This design comes from an exercise in tuning for small area and a short achievable clock period on the open sky130 flow, not from production work. Only simulation tests tie the RTL to the original design; equivalence was not proved.

==> flow/design.v, too long to show whole: its modules and the start of the top module <==
// module fpfma: 3109 lines
module fpfma (
    input  wire        clk,
    input  wire [2:0]  op,
    input  wire [31:0] a,
    input  wire [31:0] b,
    input  wire [31:0] c,
    output reg  [31:0] result,
    output reg  [4:0]  flags
);
  // ...
==> flow/flow/run.sh <==
#!/bin/bash
# The standard layout (the standard.sh: its synthesis, floorplan, power
# grid and constraints unchanged) with two changes to how it optimises:
#  - repair_timing is asked to keep a larger setup margin, so that it sizes
#    up the datapath beyond what the 26 ns clock asks for;
#  - every input and output port still gets its own buffer, but a buf_4
#    instead of the delay buffer buffer_ports picks by default.
# The whole make output goes to standard_flow.log.
set -o pipefail
bash standard.sh "BUFFER_PORTS_ARGS=-buffer_cell sky130_fd_sc_hd__buf_4" SETUP_SLACK_MARGIN=9 finish > standard_flow.log 2>&1
==> flow/standard.sh <==
#!/bin/bash
# synth_recipe.tcl (not shown) runs the flow's synth.tcl, then flattens the netlist and writes it again
# the make line also repeats each setting of config.mk as NAME=value (left out here)
make -C /OpenROAD-flow-scripts/flow DESIGN_CONFIG=/design/flow/config.mk WORK_HOME=/design/flow/orfs CLKGATE_MAP_FILE= SYNTH_SCRIPT=/design/flow/synth_recipe.tcl "${@:-finish}"
==> flow/config.mk <==
export PLATFORM = sky130hd
export DESIGN_NAME = fpfma
export DESIGN_NICKNAME = fpfma
export VERILOG_FILES = /design/flow/design.v
export SDC_FILE = /design/flow/constraint.sdc
export NUM_CORES = 4
export LEC_CHECK = 0
export ABC_AREA = 1
export CAP_MARGIN = 20
export CORE_MARGIN = 2
export CORE_UTILIZATION = 60
export SLEW_MARGIN = 20
==> flow/constraint.sdc <==
create_clock -name core_clock -period 26.0 [get_ports {clk}]
set_input_delay 5.2000 -clock core_clock [delete_from_list [all_inputs] [get_ports {clk}]]
set_output_delay 5.2000 -clock core_clock [all_outputs]
set_load 0.01 [all_outputs]
==> out/qor.yml, run 1 <==
clocking:
  post_cts_buffers: 30
  tritoncts: "built"
  cts-root-buf: "clkbuf_16"
worst_setup_path:
  path_delay_family: "adder cells"
  crit_cells: 61
  crit_buf_inv: 12
  cp_max_fo: 33
job:
  maxCapViolCount: 0
final_layout:
  final_util_pct: 67.7
  top_regs: "result (32), flags (4)"
  seq_cells: 36
  final-clk-cell-share_pct: 0.425
synth:
  synth_top_family_by_area: "simple AND/OR/NAND/NOR gates"
  synthesis.area_sq_um: 30300
  synth-compound-area-share_pct: 14.5
  seq_area_frac_synth_pct: 2.38
  synthFlopType: "dfxtp_1"
  yosys.area_share.adder_pct: 29.7
outcome:
  outcome: "finished clean"
detailed_routing:
  detail-route-antenna-nets: 0
  drtIter0Drc: 5521
place:
  dp_slack_ps: 5120
  dpl.hpwl_microns: 95000
global_route:
  grt_pass1_vias: 32200
sta:
  tightest_slew_ps: 1240
==> run 2: changes to the inputs <==
--- a/flow/config.mk
+++ b/flow/config.mk
@@ -9,4 +9,4 @@
 export CAP_MARGIN = 20
 export CORE_MARGIN = 2
-export CORE_UTILIZATION = 60
+export CORE_UTILIZATION = 65
 export SLEW_MARGIN = 20
==> out/qor.yml, run 2 <==
worst_setup_path:
  critPathRequiredTime_ps: 26130  # about the same
  cpMostUsedCell: "nand2_1"  # unchanged
  crit_slowest_cell: "fa_1"  # unchanged
  max_stage_delay_ps: 740  # was 570 ps
  crit_path_end_kind: "flop"  # unchanged
  cp_max_fo: 28  # was 33
  setup.worst_path.class: "input pin to flop"  # unchanged
  worstSetupStartpointType: "input pin"  # unchanged
  arrival_ps: 16770  # was 16740 ps
clocking:
  tritoncts: "built"  # unchanged
  cts_hold_buf: 0  # unchanged
  cts_buffer_depth: 2  # unchanged
  cts_buffers: 5  # unchanged
  cts-root-buf: "clkbuf_16"  # unchanged
  clock_sinks: 36  # unchanged
  cts_max_level: 2  # unchanged
  cts.reportedPaths.clkPinSlew_ps: 60  # about the same
outcome:
  outcome: "finished clean"  # unchanged
floorplan:
  core_area_sq_um: 46300  # was 50000 sq um
  fp.dieH_microns: 220  # was 229 microns
  io_pins: 137  # unchanged
  initial_utilization_pct: 65.5  # was 60.7%
  rows: 79  # was 82
  dieArea_sq_um: 48400  # was 52300 sq um
  fp.dieW_microns: 220  # was 229 microns
sta:
  final-setup-viol-count: 0  # unchanged
  fin_crit_sh_pct: 64.0  # was 63.9%
  max_freq_mhz: 60.1  # was 60.2 MHz
  finalMaxSlewViolations: 0  # unchanged
  tightest_slew_ps: 1300  # was 1240 ps
  setup_tns_ps: 0  # unchanged
  hold_ws_ps: 5360  # was 5320 ps
  rsz0062_at_grt: "false"  # unchanged
  worst_slew_margin_rel_pct: 13.2  # was 16.5%
  hold_viol_final: 0  # unchanged
  min_period_ps: 16640  # was 16610 ps
detailed_routing:
  routed_via_density: 6.70  # was 6.46
  drtIter0Drc: 6186  # was 5521
  wl_per_cell_microns: 24.6  # was 24.1 microns
  route.detailed.drc: 0  # unchanged
  detail-route-antenna-nets: 0  # unchanged
  routed_wl_microns: 130000  # about the same
  vias: 35400  # was 34700
  first_pass_iters: 13  # was 10
min_path:
  hold_start: "a[31]"  # unchanged
  min_to: "result[31]$_SDFF_PP0_"  # unchanged
  hold_path_class: "input pin to flop"  # unchanged
  holdPathStages: 4  # unchanged
final_layout:
  final_area_sq_um: 33400  # was 33800 sq um
  syn_to_final_growth_pct: 10.3  # was 11.7%
  top_register: "result"  # unchanged
  top_regs: "result (32), flags (4)"  # unchanged
  antenna_cells: 0  # was 5
  final_common_cell: "nand2_1"  # unchanged
  nFillCells: 3846  # was 4665
  final_cells: 5282  # was 5377
  final_util_pct: 72.3  # was 67.7%
  layout_common_cells: "1042 x nand2_1, 539 x inv_1, 494 x nand3_1, 376 x xor2_1, 312 x fa_1"  # was 1033 x nand2_1, 540 x inv_1, 495 x nand3_1, 366 x xor2_1, 313 x fa_1
  layout-drive-gt1-share_pct: 11.0  # was 11.9%
  fin_nets: 5304  # was 5329
  largest_reg_flops: 32  # unchanged
synth:
  syn_inst: 4632  # unchanged
  yosys-top-cells-area: "fa_1 21%, nand2_1 13%, xor2_1 11%"  # unchanged
  synth.most_common_cell: "nand2_1"  # unchanged
  synthArstFlopShare_pct: 0  # unchanged
  synth_nets: 5262  # unchanged
  synth_edf_count: 0  # unchanged
  ys_warn_count: 1  # unchanged
  syn_avg_cell_area_sq_um: 6.54  # unchanged
  synthesis.area_sq_um: 30300  # unchanged
  yosysUniqueCellTypes: 63  # unchanged
  synth_commonest_cells: "1063 x nand2_1, 546 x inv_1, 498 x nand3_1"  # unchanged
  synthFlopType: "dfxtp_1"  # unchanged
  ys_seq_elements: 36  # unchanged
  seq_area_frac_synth_pct: 2.38  # unchanged
  synth_top_area_cell: "fa_1"  # unchanged
  synth_top_area_share_pct: 20.8  # unchanged
place:
  dpl.hpwl_microns: 95500  # was 95000 microns
  gp_congestion: 1.08  # was 1.10
  placed_cell_area_sq_um: 31400  # was 31600 sq um
  dp_cells: 5176  # was 5248
  port-buffer-count: 135  # unchanged
global_route:
  grt_pass1_wl_microns: 190000  # was 193000 microns
  antenna_found_initial: 1  # was 2
  grt_pass1_vias: 32700  # was 32200
  grt_overflow: 0  # unchanged
  grtUsageTotal_pct: 51.6  # was 47.5%
  grt_start_max_net_pins: 69  # was 76
job:
  maxCapViolCount: 0  # unchanged
[run 2: cell counts after synthesis]
Identical to the previous run, type by type.
[run 2: final cells by class]
class	count	area, sq um	share of cell area, %
multi-input cells	3784	27200	81.3
repair inverters	7	50.0	0.150
repair buffers	269	2340	6.99
clock buffers	6	129	0.385
well taps	607	759	2.27
inverters	571	2220	6.64
flip-flops and latches	36	721	2.15
clock inverters	2	35.0	0.105
[run 2: how the worst max path moves through the flow]
stage          slack, ps  startpoint  cells past startpoint                     to
2_1_floorplan       9900       op[2]                     64  result[18]$_SDFF_PP0_
3_3_place_gp        5460       a[26]                     70  result[17]$_SDFF_PP0_
3_5_place_dp        5240       b[23]                     70   result[8]$_SDFF_PP0_
4_1_cts             9010       b[23]                     68  result[24]$_SDFF_PP1_
5_1_grt             8810       a[26]                     75   result[9]$_SDFF_PP0_
6_report            9360       op[1]                     64   result[7]$_SDFF_PP0_
[run 2: routing by layer]
metal	part of all wire (%)	global-route usage, %	vias to the layer above
li1	-	-	15300
met1	36	66.6	16000
met2	39	72.7	3185
met3	18	22.7	860
met4	7.3	25.9	4
met5	0.069	0	-
[run 2: cell families (layout without fill, tap and decap cells)]
kind of cell,Yosys count,after routing,share of synthesized area [%]
fa+ha+maj,530,530,29.7
xor+xnor,431,431,12.5
other cells,1,1,0.0124
compound gates,751,753,14.5
simple gates,2050,2061,29.8
buf+inv,825,855,10.9
mux,8,8,0.264
flops,36,36,2.38
[run 2: worst max-delay path: cells and delay by family]
kind	cells	cell delay [ps]
buf+inv	9	1590
simple gates	38	4560
compound gates	8	1250
xor+xnor	1	250
fa+ha+maj	8	3810
[run 2: through the flow]
stage / worst slack (ps)
after CTS: 9010
final: 9360
after detailed placement: 5240
after floorplan: 9900
after global placement: 5460
after global routing: 8810
[run 2: what timing repair did]
| action | in CTS | in global routing |
|---|---|---|
| hold endpoints to repair | 0 | 0 |
| pin swaps | 13 | 21 |
| resized for setup | 92 | 164 |
| cloned | 11 | 15 |
| setup buffers | 20 | 52 |
| endpoints found under the setup margin | 35 | 35 |
==> run 3: changes to the inputs <==
--- a/flow/config.mk
+++ b/flow/config.mk
@@ -9,4 +9,4 @@
 export CAP_MARGIN = 20
 export CORE_MARGIN = 2
-export CORE_UTILIZATION = 65
+export CORE_UTILIZATION = 55
 export SLEW_MARGIN = 20
==> out/qor.yml, run 3 <==
synth:
  synth.most_common_cell: "nand2_1"  # unchanged
  synth_top_area_cell: "fa_1"  # unchanged
  synthArstFlopShare_pct: 0  # unchanged
  synth_nets: 5262  # unchanged
  ys_seq_elements: 36  # unchanged
  ys_warn_count: 1  # unchanged
  synthesis.area_sq_um: 30300  # unchanged
  synth_top_area_share_pct: 20.8  # unchanged
  synth_edf_count: 0  # unchanged
  synthFlopType: "dfxtp_1"  # unchanged
  yosysUniqueCellTypes: 63  # unchanged
  seq_area_frac_synth_pct: 2.38  # unchanged
  yosys-top-cells-area: "fa_1 21%, nand2_1 13%, xor2_1 11%"  # unchanged
  synth_commonest_cells: "1063 x nand2_1, 546 x inv_1, 498 x nand3_1"  # unchanged
  syn_avg_cell_area_sq_um: 6.54  # unchanged
  syn_inst: 4632  # unchanged
global_route:
  grtUsageTotal_pct: 43.5  # was 51.6%
  grt_pass1_wl_microns: 190000  # about the same
  grt_pass1_vias: 31400  # was 32700
  grt_start_max_net_pins: 76  # was 69
  antenna_found_initial: 4  # was 1
  grt_overflow: 0  # unchanged
place:
  dpl.hpwl_microns: 96900  # was 95500 microns
  dp_slack_ps: 5590  # was 5240 ps
  placed_cell_area_sq_um: 31600  # was 31400 sq um
  port-buffer-count: 135  # unchanged
  gp_congestion: 1.07  # was 1.08
  dp_cells: 5283  # was 5176
worst_setup_path:
  critPathRequiredTime_ps: 26120  # was 26130 ps
  cpMostUsedCell: "nand2_1"  # unchanged
  cp_max_fo: 33  # was 28
  crit_path_end_kind: "flop"  # unchanged
  crit_path_start: "b[5]"  # was op[1]
  setup.worst_path.class: "input pin to flop"  # unchanged
  arrival_ps: 16680  # was 16770 ps
  max_stage_delay_ps: 670  # was 740 ps
  worstSetupStartpointType: "input pin"  # unchanged
  crit_slowest_cell: "fa_1"  # unchanged
sta:
  hold_ws_ps: 5340  # was 5360 ps
  tightest_slew_ps: 1190  # was 1300 ps
  fin_crit_sh_pct: 63.7  # was 64.0%
  setup_tns_ps: 0  # unchanged
  finalMaxSlewViolations: 0  # unchanged
  setup_ws_ps: 9440  # was 9360 ps
  rsz0062_at_grt: "false"  # unchanged
  worst_slew_margin_rel_pct: 20.5  # was 13.2%
  min_period_ps: 16560  # was 16640 ps
  final-setup-viol-count: 0  # unchanged
  max_freq_mhz: 60.4  # was 60.1 MHz
  hold_viol_final: 0  # unchanged
final_layout:
  largest_reg_flops: 32  # unchanged
  top_regs: "result (32), flags (4)"  # unchanged
  nFillCells: 5367  # was 3846
  final_common_cell: "nand2_1"  # unchanged
  syn_to_final_growth_pct: 10.5  # was 10.3%
  layout_common_cells: "1047 x nand2_1, 539 x inv_1, 492 x nand3_1, 381 x xor2_1, 314 x fa_1"  # was 1042 x nand2_1, 539 x inv_1, 494 x nand3_1, 376 x xor2_1, 312 x fa_1
  final_cells: 5381  # was 5282
  fin_nets: 5304  # unchanged
  top_register: "result"  # unchanged
  layout-drive-gt1-share_pct: 10.7  # was 11.0%
  final_area_sq_um: 33500  # was 33400 sq um
clocking:
  tritoncts: "built"  # unchanged
  clock_sinks: 36  # unchanged
  cts_max_level: 2  # unchanged
  cts.reportedPaths.clkPinSlew_ps: 60  # about the same
  cts_buffers: 5  # unchanged
  cts-root-buf: "clkbuf_16"  # unchanged
  cts_buffer_depth: 2  # unchanged
floorplan:
  rows: 86  # was 79
  fp.dieH_microns: 239  # was 220 microns
  initial_utilization_pct: 55.3  # was 65.5%
  dieArea_sq_um: 57000  # was 48400 sq um
  fp.dieW_microns: 239  # was 220 microns
  io_pins: 137  # unchanged
  core_area_sq_um: 54800  # was 46300 sq um
detailed_routing:
  route.detailed.drc: 0  # unchanged
  routed_wl_microns: 129000  # was 130000 microns
  drtIter0Drc: 4793  # was 6186
  vias: 34000  # was 35400
  routed_via_density: 6.32  # was 6.70
  first_pass_iters: 10  # was 13
  detail-route-antenna-nets: 0  # unchanged
  wl_per_cell_microns: 24.0  # was 24.6 microns
outcome:
  outcome: "finished clean"  # unchanged
min_path:
  hold_start: "a[31]"  # unchanged
  hold_path_class: "input pin to flop"  # unchanged
job:
  maxCapViolCount: 0  # unchanged
-- run 3: cell counts after synthesis --
No cell type changed its count.
-- run 3: area by class of cell --
| cell class | instances | area (sq um) | share of cell area, % |
|---|---|---|---|
| Multi-Input combinational cell | 3781 | 27100 | 80.9 |
| Timing Repair Buffer | 274 | 2350 | 7.03 |
| Inverter | 571 | 2230 | 6.67 |
| Tap cell | 704 | 881 | 2.63 |
| Sequential cell | 36 | 721 | 2.15 |
| Clock buffer | 6 | 129 | 0.385 |
| Timing Repair inverter | 5 | 36.3 | 0.108 |
| Clock inverter | 2 | 35.0 | 0.105 |
| Antenna cell | 2 | 5.00 | 0.0149 |
-- run 3: final timing paths --
| check | to | slack [ps] | depth (start not counted) |
|---|---|---|---|
| min | result[31]$_SDFF_PP0_ | 5340 | 4 |
| max | result[3]$_SDFF_PP0_ | 9440 | 57 |
-- run 3: stage by stage --
stage          util, %
5_1_grt           61.1
6_report          61.1
2_1_floorplan        -
3_5_place_dp      57.8
3_3_place_gp      57.8
4_1_cts           59.2
-- run 3: critical path: cells and delay by family --
| family | cells | cell delay [ps] |
|---|---|---|
| AOI/OAI and AO/OA | 7 | 1050 |
| xor gates and xnor gates | 3 | 950 |
| adders and majority gates | 9 | 3830 |
| buffers and inverters | 11 | 2140 |
| and+or+nand+nor | 27 | 3430 |
-- run 3: per-layer routing --
layer	part of all wire [%]	GRT usage, %	up-vias
li1	-	-	15300
met1	41	60.8	15900
met5	0.010	2.86	-
met4	4.5	14.8	2
met3	14	12.9	407
met2	41	63.4	2375
-- run 3: logic make-up after synthesis --
logic type,share of synthesized area (%)
other,0.0124
buffers and inverters,10.9
AOI/OAI and AO/OA,14.5
DFF,2.38
xor gates and xnor gates,12.5
and+or+nand+nor,29.8
adders and majority gates,29.7
muxes,0.264
-- run 3: repair_timing --
item / 4_1_cts / 5_1_grt
hold endpoints to repair: 0 / 0
buffers inserted: 20 / 48
hold buffers: 0 / 0
cloned: 10 / 10
pin swaps: 14 / 22
resized for setup: 89 / 135
endpoints found under the setup margin: 35 / 35
==> run 4: changes to the inputs <==
--- a/flow/config.mk
+++ b/flow/config.mk
@@ -9,4 +9,4 @@
 export CAP_MARGIN = 20
 export CORE_MARGIN = 2
-export CORE_UTILIZATION = 55
+export CORE_UTILIZATION = 50
 export SLEW_MARGIN = 20
==> out/qor.yml, run 4 <==
detailed_routing:
  routed_via_density: 6.20  # was 6.32
  route.met2.wl_microns: 55200  # was 52600 microns
  route.met3.wl_microns: 17500  # was 18100 microns
  routed_wl_microns: 136000  # was 129000 microns
  first_pass_iters: 8  # was 10
  wl_per_cell_microns: 24.7  # was 24.0 microns
  vias: 34100  # was 34000
  route.detailed.drc: 0  # unchanged
  detail-route-antenna-nets: 0  # unchanged
  wirelength_met1_microns: 56900  # was 52500 microns
  maxUsedRoutingLayer: "met5"  # unchanged
  drtIter0Drc: 4787  # was 4793
final_layout:
  nFillCells: 6069  # was 5367
  top_regs: "result (32), flags (4)"  # unchanged
  layout-drive-gt1-share_pct: 12.4  # was 10.7%
  final_util_pct: 57.4  # was 61.1%
  largest_reg_flops: 32  # unchanged
  layout_common_cells: "1036 x nand2_1, 538 x inv_1, 487 x nand3_1, 369 x xor2_1, 311 x fa_1"  # was 1047 x nand2_1, 539 x inv_1, 492 x nand3_1, 381 x xor2_1, 314 x fa_1
  final_common_cell: "nand2_1"  # unchanged
  syn_to_final_growth_pct: 13.8  # was 10.5%
  top_register: "result"  # unchanged
  fin_nets: 5349  # was 5304
floorplan:
  rows: 90  # was 86
  dieArea_sq_um: 62600  # was 57000 sq um
  core_area_sq_um: 60100  # was 54800 sq um
  io_pins: 137  # unchanged
  fp.dieH_microns: 250  # was 239 microns
  initial_utilization_pct: 50.4  # was 55.3%
  fp.dieW_microns: 250  # was 239 microns
synth:
  syn_inst: 4632  # unchanged
  yosys-top-cells-area: "fa_1 21%, nand2_1 13%, xor2_1 11%"  # unchanged
  synth.most_common_cell: "nand2_1"  # unchanged
  synthArstFlopShare_pct: 0  # unchanged
  synth_commonest_cells: "1063 x nand2_1, 546 x inv_1, 498 x nand3_1"  # unchanged
  ys_warn_count: 1  # unchanged
  synthesis.area_sq_um: 30300  # unchanged
  synth_top_area_share_pct: 20.8  # unchanged
  yosysUniqueCellTypes: 63  # unchanged
  syn_avg_cell_area_sq_um: 6.54  # unchanged
  synth_top_area_cell: "fa_1"  # unchanged
  seq_area_frac_synth_pct: 2.38  # unchanged
  synthFlopType: "dfxtp_1"  # unchanged
  synth_edf_count: 0  # unchanged
  synth_nets: 5262  # unchanged
  ys_seq_elements: 36  # unchanged
clocking:
  cts_buffer_depth: 2  # unchanged
  cts-root-buf: "clkbuf_16"  # unchanged
  tritoncts: "built"  # unchanged
  cts_max_level: 2  # unchanged
  cts_hold_buf: 0  # unchanged
  clock_sinks: 36  # unchanged
  cts_buffers: 5  # unchanged
  cts.reportedPaths.clkPinSlew_ps: 50  # was 60 ps
sta:
  setup_tns_ps: 0  # unchanged
  rsz0062_at_grt: "false"  # unchanged
  fin_crit_sh_pct: 64.3  # was 63.7%
  max_freq_mhz: 59.8  # was 60.4 MHz
  tightest_slew_ps: 1100  # was 1190 ps
  hold_viol_final: 0  # unchanged
  min_period_ps: 16730  # was 16560 ps
  finalMaxSlewViolations: 0  # unchanged
  final-setup-viol-count: 0  # unchanged
  setup_ws_ps: 9270  # was 9440 ps
  worst_slew_margin_rel_pct: 25.6  # was 20.5%
global_route:
  grt_pass1_wl_microns: 198000  # was 190000 microns
  grt_start_max_net_pins: 78  # was 76
  grt_overflow: 0  # unchanged
  antenna_found_initial: 0  # was 4
  grtUsageTotal_pct: 41.2  # was 43.5%
  grt_pass1_vias: 31600  # was 31400
worst_setup_path:
  worstSetupStartpointType: "input pin"  # unchanged
  max_stage_delay_ps: 750  # was 670 ps
  setup.worst_path.class: "input pin to flop"  # unchanged
  cpMostUsedCell: "nand2_1"  # unchanged
  cp_max_fo: 23  # was 33
  critPathRequiredTime_ps: 26220  # was 26120 ps
  crit_slowest_cell: "inv_1"  # was fa_1
  crit_path_end_kind: "flop"  # unchanged
  crit_path_start: "a[20]"  # was b[5]
  arrival_ps: 16940  # was 16680 ps
place:
  dpl.hpwl_microns: 99700  # was 96900 microns
  dp_slack_ps: 4700  # was 5590 ps
  port-buffer-count: 135  # unchanged
  gp_congestion: 1.04  # was 1.07
outcome:
  outcome: "finished clean"  # unchanged
min_path:
  hold_path_class: "input pin to flop"  # unchanged
  hold_start: "a[31]"  # unchanged
job:
  maxCapViolCount: 0  # unchanged
==> run 4: cell counts after synthesis <==
No cell type changed its count.
==> run 4: worst paths after layout <==
path	end	cells after the start
worst min-delay path	result[31]$_SDFF_PP0_	4
worst max-delay path	result[26]$_SDFF_PP1_	62
==> run 4: cells by family after synthesis <==
logic type      share of synthesized area (%)
simple gates                             29.8
fa+ha+maj                                29.7
buf+inv                                  10.9
xor+xnor                                 12.5
mux                                     0.264
compound gates                           14.5
other cells                            0.0124
flops                                    2.38
==> run 4: through the flow <==
step	cells	hold slack [ps]	cell area [sq um]
after floorplan	4632	5440	30300
after global routing	5502	5410	34500
after detailed placement	5363	5600	31800
after global placement	5363	5600	31800
after CTS	5416	5390	32800
final	5504	5400	34500
==> run 4: layout make-up <==
cell class	count	area [sq um]	area share, %
multi-input cells	3789	27500	79.8
repair buffers	312	2860	8.30
inverters	571	2210	6.42
well taps	782	978	2.84
flip-flops and latches	36	721	2.09
clock buffers	6	129	0.373
clock inverters	2	35.0	0.102
repair inverters	4	30.0	0.0870
diodes	2	5.00	0.0145
==> run 4: layer usage <==
layer	up-vias	global-route usage (%)
met2	2194	59.3
met3	428	10.6
met5	-	0.154
met1	16100	59.5
li1	15400	-
met4	2	13.8
==> run 4: critical path, delay by kind of cell <==
kind                       cells  cell delay (ps)
and+or+nand+nor               42             5020
adders and majority gates      7             3640
buffers and inverters          8             1690
AOI/OAI and AO/OA              4             1130
xor gates and xnor gates       1              210
==> run 4: repair_timing <==
action / CTS / global route
gates resized for setup: 120 / 203
gates cloned: 15 / 18
buffers inserted: 30 / 68
setup endpoints to repair: 35 / 35
pin swaps: 16 / 40
==> run 5: changes to the inputs <==
--- a/flow/flow/run.sh
+++ b/flow/flow/run.sh
@@ -8,3 +8,3 @@
 # The whole make output goes to standard_flow.log.
 set -o pipefail
-bash standard.sh "BUFFER_PORTS_ARGS=-buffer_cell sky130_fd_sc_hd__buf_4" SETUP_SLACK_MARGIN=9 finish > standard_flow.log 2>&1
+bash standard.sh "BUFFER_PORTS_ARGS=-buffer_cell sky130_fd_sc_hd__buf_4" SETUP_SLACK_MARGIN=8.5 finish > standard_flow.log 2>&1
--- a/flow/config.mk
+++ b/flow/config.mk
@@ -9,4 +9,4 @@
 export CAP_MARGIN = 20
 export CORE_MARGIN = 2
-export CORE_UTILIZATION = 50
+export CORE_UTILIZATION = 60
 export SLEW_MARGIN = 20
==> out/qor.yml, run 5 <==
detailed_routing:
  route.detailed.drc: 0  # unchanged
  vias: 34500  # was 34100
  wl_per_cell_microns: 23.9  # was 24.7 microns
  routed_via_density: 6.44  # was 6.20
  routed_wl_microns: 128000  # was 136000 microns
  drtIter0Drc: 5428  # was 4787
  detail-route-antenna-nets: 0  # unchanged
  first_pass_iters: 12  # was 8
min_path:
  hold_path_class: "input pin to flop"  # unchanged
  holdPathStages: 4  # unchanged
  hold_start: "a[31]"  # unchanged
  min_to: "result[31]$_SDFF_PP0_"  # unchanged
synth:
  synth_top_area_cell: "fa_1"  # unchanged
  synthMuxAreaShare_pct: 0.264  # unchanged
  synth-compound-area-share_pct: 14.5  # unchanged
  synthArstFlopShare_pct: 0  # unchanged
  synth_edf_count: 0  # unchanged
  synth_nets: 5262  # unchanged
  synth_top_family_by_area: "simple AND/OR/NAND/NOR gates"  # unchanged
  synth.most_common_cell: "nand2_1"  # unchanged
  yosys.area_share.adder_pct: 29.7  # unchanged
  synthFlopType: "dfxtp_1"  # unchanged
  syn_inst: 4632  # unchanged
  seq_area_frac_synth_pct: 2.38  # unchanged
  synthSimpleGateAreaFrac_pct: 29.8  # unchanged
  yosys-top-cells-area: "fa_1 21%, nand2_1 13%, xor2_1 11%"  # unchanged
  ys_seq_elements: 36  # unchanged
  synth_top_area_share_pct: 20.8  # unchanged
  synth_xor_area_share_pct: 12.5  # unchanged
  synthesis.area_sq_um: 30300  # unchanged
  yosysUniqueCellTypes: 63  # unchanged
  synth_commonest_cells: "1063 x nand2_1, 546 x inv_1, 498 x nand3_1"  # unchanged
  syn_avg_cell_area_sq_um: 6.54  # unchanged
  ys_warn_count: 1  # unchanged
floorplan:
  fp.dieH_microns: 229  # was 250 microns
  core_area_sq_um: 50000  # was 60100 sq um
  io_pins: 137  # unchanged
  initial_utilization_pct: 60.7  # was 50.4%
  fp.dieW_microns: 229  # was 250 microns
  dieArea_sq_um: 52300  # was 62600 sq um
  rows: 82  # was 90
worst_setup_path:
  crit_slowest_cell: "fa_1"  # was inv_1
  critPathRequiredTime_ps: 26200  # was 26220 ps
  cp_max_fo: 44  # was 23
  arrival_ps: 17090  # was 16940 ps
  max_stage_delay_ps: 500  # was 750 ps
  worstSetupStartpointType: "input pin"  # unchanged
  crit_path_end_kind: "flop"  # unchanged
  setup.worst_path.class: "input pin to flop"  # unchanged
  cpMostUsedCell: "nand2_1"  # unchanged
sta:
  final-setup-viol-count: 0  # unchanged
  tightest_slew_ps: 1240  # was 1100 ps
  finalMaxSlewViolations: 0  # unchanged
  worst_slew_margin_rel_pct: 16.1  # was 25.6%
  max_freq_mhz: 59.2  # was 59.8 MHz
  fin_crit_sh_pct: 64.9  # was 64.3%
  rsz0062_at_grt: "false"  # unchanged
  min_period_ps: 16880  # was 16730 ps
  hold_viol_final: 0  # unchanged
  setup_tns_ps: 0  # unchanged
outcome:
  outcome: "finished clean"  # unchanged
final_layout:
  top_regs: "result (32), flags (4)"  # unchanged
  final_cells: 5349  # was 5504
  final_common_cell: "nand2_1"  # unchanged
  largest_reg_flops: 32  # unchanged
  syn_to_final_growth_pct: 9.80  # was 13.8%
  top_register: "result"  # unchanged
  layout_common_cells: "1049 x nand2_1, 542 x inv_1, 496 x nand3_1, 375 x xor2_1, 315 x fa_1"  # was 1036 x nand2_1, 538 x inv_1, 487 x nand3_1, 369 x xor2_1, 311 x fa_1
  layout-drive-gt1-share_pct: 10.3  # was 12.4%
  fin_nets: 5304  # was 5349
global_route:
  antenna_found_initial: 3  # was 0
  grtUsageTotal_pct: 47.3  # was 41.2%
  grt_pass1_wl_microns: 192000  # was 198000 microns
  grt_start_max_net_pins: 76  # was 78
  grt_overflow: 0  # unchanged
  grt_pass1_vias: 32000  # was 31600
clocking:
  cts.reportedPaths.clkPinSlew_ps: 50  # about the same
  cts-root-buf: "clkbuf_16"  # unchanged
  cts_max_level: 2  # unchanged
  cts_buffers: 5  # unchanged
  tritoncts: "built"  # unchanged
  cts_buffer_depth: 2  # unchanged
  clock_sinks: 36  # unchanged
place:
  dp_cells: 5248  # was 5363
  dpl.hpwl_microns: 95000  # was 99700 microns
  gp_congestion: 1.10  # was 1.04
  port-buffer-count: 135  # unchanged
job:
  maxCapViolCount: 0  # unchanged
[run 5: stage by stage]
| stage | area [sq um] | hold WS [ps] | util, % | setup slack (ps) |
|---|---|---|---|---|
| 3_3_place_gp | 31600 | 5600 | 63.2 | 5270 |
| 6_report | 33300 | 5310 | 66.6 | 9120 |
| 5_1_grt | 33300 | 5310 | 66.6 | 8390 |
| 4_1_cts | 32300 | 5300 | 64.6 | 8510 |
| 2_1_floorplan | 30300 | 5440 | - | 9900 |
| 3_5_place_dp | 31600 | 5590 | 63.2 | 5120 |
[run 5: area by class of cell]
type                            instances  area [sq um]
Multi-Input combinational cell       3781         27000
Timing Repair Buffer                  273          2320
Clock inverter                          3          18.8
Timing Repair inverter                  6          46.3
Clock buffer                            5           125
Fill cell                            4720         16700
Tap cell                              672           841
Inverter                              571          2200
Antenna cell                            2          5.00
Sequential cell                        36           721
[run 5: how the worst max path moves through the flow]
stage	from	end	slack, ps
floorplan	op[2]	result[18]$_SDFF_PP0_	9900
CTS	b[23]	result[26]$_SDFF_PP1_	8510
global route	b[23]	result[18]$_SDFF_PP0_	8390
detailed placement	b[23]	result[17]$_SDFF_PP0_	5120
global placement	b[23]	result[4]$_SDFF_PP0_	5270
finish	a[24]	result[9]$_SDFF_PP0_	9120
[run 5: critical path, delay by kind of cell]
kind,cells,cell delay [ps]
AO/OA/AOI/OAI,5,1000
XOR/XNOR,2,510
adder cells (fa/ha/maj),6,2600
buffers and inverters,11,1840
AND/OR/NAND/NOR,41,5860
[run 5: layer usage]
| layer | wire [microns] | vias up | GRT usage [%] |
|---|---|---|---|
| li1 | - | 15300 | - |
| met3 | 20600 | 589 | 18.0 |
| met5 | 15 | - | 0.0919 |
| met2 | 50900 | 2765 | 66.6 |
| met1 | 49200 | 15800 | 64.3 |
| met4 | 6980 | 2 | 19.9 |
[run 5: cells by family (layout without fill, tap and decap cells)]
logic type | count (synthesis) | count (layout)
compound gates | 751 | 753
xor+xnor | 431 | 431
fa+ha+maj | 530 | 530
buf+inv | 825 | 858
flops | 36 | 36
mux | 8 | 8
other cells | 1 | 3
simple gates | 2050 | 2058
[run 5: timing repair]
item                                    CTS  global route
gates resized for setup                  57           111
hold buffers                              0             0
endpoints found under the setup margin   35            35
setup buffers                            27            44
cloned                                   10             9
pin swaps                                15            15
==> run 6: changes to the inputs <==
--- a/flow/flow/run.sh
+++ b/flow/flow/run.sh
@@ -8,3 +8,3 @@
 # The whole make output goes to standard_flow.log.
 set -o pipefail
-bash standard.sh "BUFFER_PORTS_ARGS=-buffer_cell sky130_fd_sc_hd__buf_4" SETUP_SLACK_MARGIN=8.5 finish > standard_flow.log 2>&1
+bash standard.sh "BUFFER_PORTS_ARGS=-buffer_cell sky130_fd_sc_hd__buf_2" SETUP_SLACK_MARGIN=9 finish > standard_flow.log 2>&1
--- a/flow/config.mk
+++ b/flow/config.mk
@@ -9,4 +9,4 @@
 export CAP_MARGIN = 20
 export CORE_MARGIN = 2
-export CORE_UTILIZATION = 60
+export CORE_UTILIZATION = 55
 export SLEW_MARGIN = 20
==> out/qor.yml, run 6 <==
worst_setup_path:
  worstSetupStartpointType: "input pin"  # unchanged
  critPathRequiredTime_ps: 26200  # about the same
  crit_slowest_cell: "fa_1"  # unchanged
  cp_max_fo: 28  # was 44
  path_delay_family: "simple AND/OR/NAND/NOR gates"  # unchanged
  crit_buf_inv: 9  # was 11
  arrival_ps: 16780  # was 17090 ps
  crit_path_start: "b[9]"  # was a[24]
  setup.worst_path.class: "input pin to flop"  # unchanged
  cpMostUsedCell: "nand2_1"  # unchanged
  crit_path_end_kind: "flop"  # unchanged
  max_stage_delay_ps: 670  # was 500 ps
min_path:
  hold_path_class: "input pin to flop"  # unchanged
  hold_start: "a[31]"  # unchanged
sta:
  finalMaxSlewViolations: 0  # unchanged
  hold_ws_ps: 5350  # was 5310 ps
  fin_crit_sh_pct: 63.8  # was 64.9%
  min_period_ps: 16580  # was 16880 ps
  tightest_slew_ps: 1200  # was 1240 ps
  setup_tns_ps: 0  # unchanged
  hold_viol_final: 0  # unchanged
  worst_slew_margin_rel_pct: 19.8  # was 16.1%
  final-setup-viol-count: 0  # unchanged
  max_freq_mhz: 60.3  # was 59.2 MHz
  rsz0062_at_grt: "false"  # unchanged
synth:
  seq_area_frac_synth_pct: 2.38  # unchanged
  syn_avg_cell_area_sq_um: 6.54  # unchanged
  synth_edf_count: 0  # unchanged
  synthFlopType: "dfxtp_1"  # unchanged
  synth_nets: 5262  # unchanged
  yosys-top-cells-area: "fa_1 21%, nand2_1 13%, xor2_1 11%"  # unchanged
  synthArstFlopShare_pct: 0  # unchanged
  synth_top_area_share_pct: 20.8  # unchanged
  syn_inst: 4632  # unchanged
  synth.most_common_cell: "nand2_1"  # unchanged
  ys_seq_elements: 36  # unchanged
  ys_warn_count: 1  # unchanged
  synth_commonest_cells: "1063 x nand2_1, 546 x inv_1, 498 x nand3_1"  # unchanged
  synthesis.area_sq_um: 30300  # unchanged
  yosysUniqueCellTypes: 63  # unchanged
  synth_top_area_cell: "fa_1"  # unchanged
detailed_routing:
  detail-route-antenna-nets: 0  # unchanged
  drtIter0Drc: 4812  # was 5428
  route.detailed.drc: 0  # unchanged
  first_pass_iters: 10  # was 12
  wl_per_cell_microns: 24.0  # was 23.9 microns
  routed_via_density: 6.33  # was 6.44
  vias: 34200  # was 34500
  routed_wl_microns: 129000  # was 128000 microns
floorplan:
  fp.dieW_microns: 239  # was 229 microns
  dieArea_sq_um: 57000  # was 52300 sq um
  fp.dieH_microns: 239  # was 229 microns
  core_area_sq_um: 54800  # was 50000 sq um
  initial_utilization_pct: 55.3  # was 60.7%
  io_pins: 137  # unchanged
  rows: 86  # was 82
global_route:
  grt_pass1_wl_microns: 190000  # was 192000 microns
  grt_overflow: 0  # unchanged
  grt_start_max_net_pins: 75  # was 76
  grt_pass1_vias: 31300  # was 32000
  grtUsageTotal_pct: 43.3  # was 47.3%
  antenna_found_initial: 3  # unchanged
final_layout:
  layout-drive-gt1-share_pct: 11.5  # was 10.3%
  fin_nets: 5316  # was 5304
  syn_to_final_growth_pct: 10.4  # was 9.80%
  final_common_cell: "nand2_1"  # unchanged
  top_regs: "result (32), flags (4)"  # unchanged
  regArea_sq_um: 721  # unchanged
  multiInputGateArea_sq_um: 27300  # was 27000 sq um
  largest_reg_flops: 32  # unchanged
  nFillCells: 5402  # was 4720
  final_util_pct: 61.1  # was 66.6%
  top_register: "result"  # unchanged
  layout_common_cells: "1044 x nand2_1, 538 x inv_1, 489 x nand3_1, 372 x xor2_1, 315 x fa_1"  # was 1049 x nand2_1, 542 x inv_1, 496 x nand3_1, 375 x xor2_1, 315 x fa_1
clocking:
  cts.reportedPaths.clkPinSlew_ps: 60  # was 50 ps
  tritoncts: "built"  # unchanged
  cts-root-buf: "clkbuf_16"  # unchanged
  clock_sinks: 36  # unchanged
  cts_hold_buf: 0  # unchanged
  cts_max_level: 2  # unchanged
  cts_buffer_depth: 2  # unchanged
  cts_buffers: 5  # unchanged
place:
  port-buffer-count: 135  # unchanged
  gp_congestion: 1.08  # was 1.10
  dpl.hpwl_microns: 97200  # was 95000 microns
outcome:
  outcome: "finished clean"  # unchanged
job:
  maxCapViolCount: 0  # unchanged
-- run 6: cells by family (layout without fill, tap and decap cells) --
kind of cell / after synthesis / count (layout) / share of synthesized area [%]
AO/OA/AOI/OAI: 751 / 753 / 14.5
XOR/XNOR: 431 / 431 / 12.5
adder cells (fa/ha/maj): 530 / 530 / 29.7
buffers and inverters: 825 / 870 / 10.9
flip-flops: 36 / 36 / 2.38
multiplexers: 8 / 8 / 0.264
other: 1 / 2 / 0.0124
AND/OR/NAND/NOR: 2050 / 2058 / 29.8
-- run 6: per-layer routing --
layer | GRT usage [%] | wire length (microns) | vias to the layer above
met5 | 0 | 27 | -
met4 | 15.6 | 5990 | 4
met3 | 12.9 | 18100 | 425
met2 | 61.6 | 52400 | 2348
met1 | 61.6 | 52800 | 16100
li1 | - | - | 15300
-- run 6: final timing paths --
kind | to | cells past startpoint | slack [ps]
hold / removal | result[31]$_SDFF_PP0_ | 4 | 5350
setup / recovery | result[15]$_SDFF_PP0_ | 55 | 9420
-- run 6: layout make-up --
cell class | instances | share of cell area, %
Multi-Input combinational cell | 3781 | 81.5
Inverter | 571 | 6.67
Timing Repair Buffer | 284 | 6.43
Tap cell | 704 | 2.63
Sequential cell | 36 | 2.15
Clock buffer | 5 | 0.374
Timing Repair inverter | 7 | 0.142
Clock inverter | 3 | 0.0561
Antenna cell | 1 | 0.00748
-- run 6: timing repair --
item,in CTS,in global routing
pin swaps,14,28
setup buffers,24,53
gates cloned,8,16
gates resized for setup,90,183
endpoints found under the setup margin,35,35
-- run 6: per-stage QoR --
stage	worst slack (ps)	std cells	cell area [sq um]
final	9420	5392	33500
after floorplan	9900	4632	30300
after CTS	9020	5320	32100
after detailed placement	5460	5280	31300
after global placement	5570	5280	31300
after global routing	8900	5391	33500

-- separate check: timing with driven ports --
How much do the figures lean on ideal ports? The routed layouts below were timed once more, with nothing changed but the port constraints. Step 1: set_driving_cell puts a clkbuf_16 on clk and a buf_2 on each other input, an assumption about the parent block. Step 2 times the ports against the registers' clock, not the clock port: input delays grow and output delays shrink by t, the midpoint of the rising clock arrivals with the driver on. a / b / c = ideal ports / drivers / drivers and shift; a / b = the first two.
| run | t, ns | setup WS [ns] | hold WS [ns] | worst setup path at the end | clock arrival spread, ns |
|---|---|---|---|---|---|
| run 1 | 0.307 | 9.391 / 9.395 / 9.088 | 5.319 / 5.317 / 5.618 | input to register | 0.006 / 0.006 |
| run 2 | 0.309 | 9.358 / 9.368 / 9.058 | 5.363 / 5.360 / 5.612 | input to register | 0.005 / 0.005 |
| run 3 | 0.306 | 9.436 / 9.438 / 9.132 | 5.344 / 5.342 / 5.617 | input to register | 0.003 / 0.004 |
| run 4 | 0.304 | 9.272 / 9.278 / 8.974 | 5.395 / 5.391 / 5.621 | input to register | 0.006 / 0.007 |
| run 5 | 0.306 | 9.117 / 9.104 / 8.797 | 5.313 / 5.312 / 5.618 | input to register | 0.004 / 0.005 |
| run 6 | 0.309 | 9.420 / 9.430 / 9.121 | 5.347 / 5.337 / 5.617 | input to register | 0.007 / 0.008 |
After both steps setup and hold are still met in every run listed. The setup slack of run 5, which loses most, moves by -0.013 ns with the drivers and by -0.320 ns with both steps.
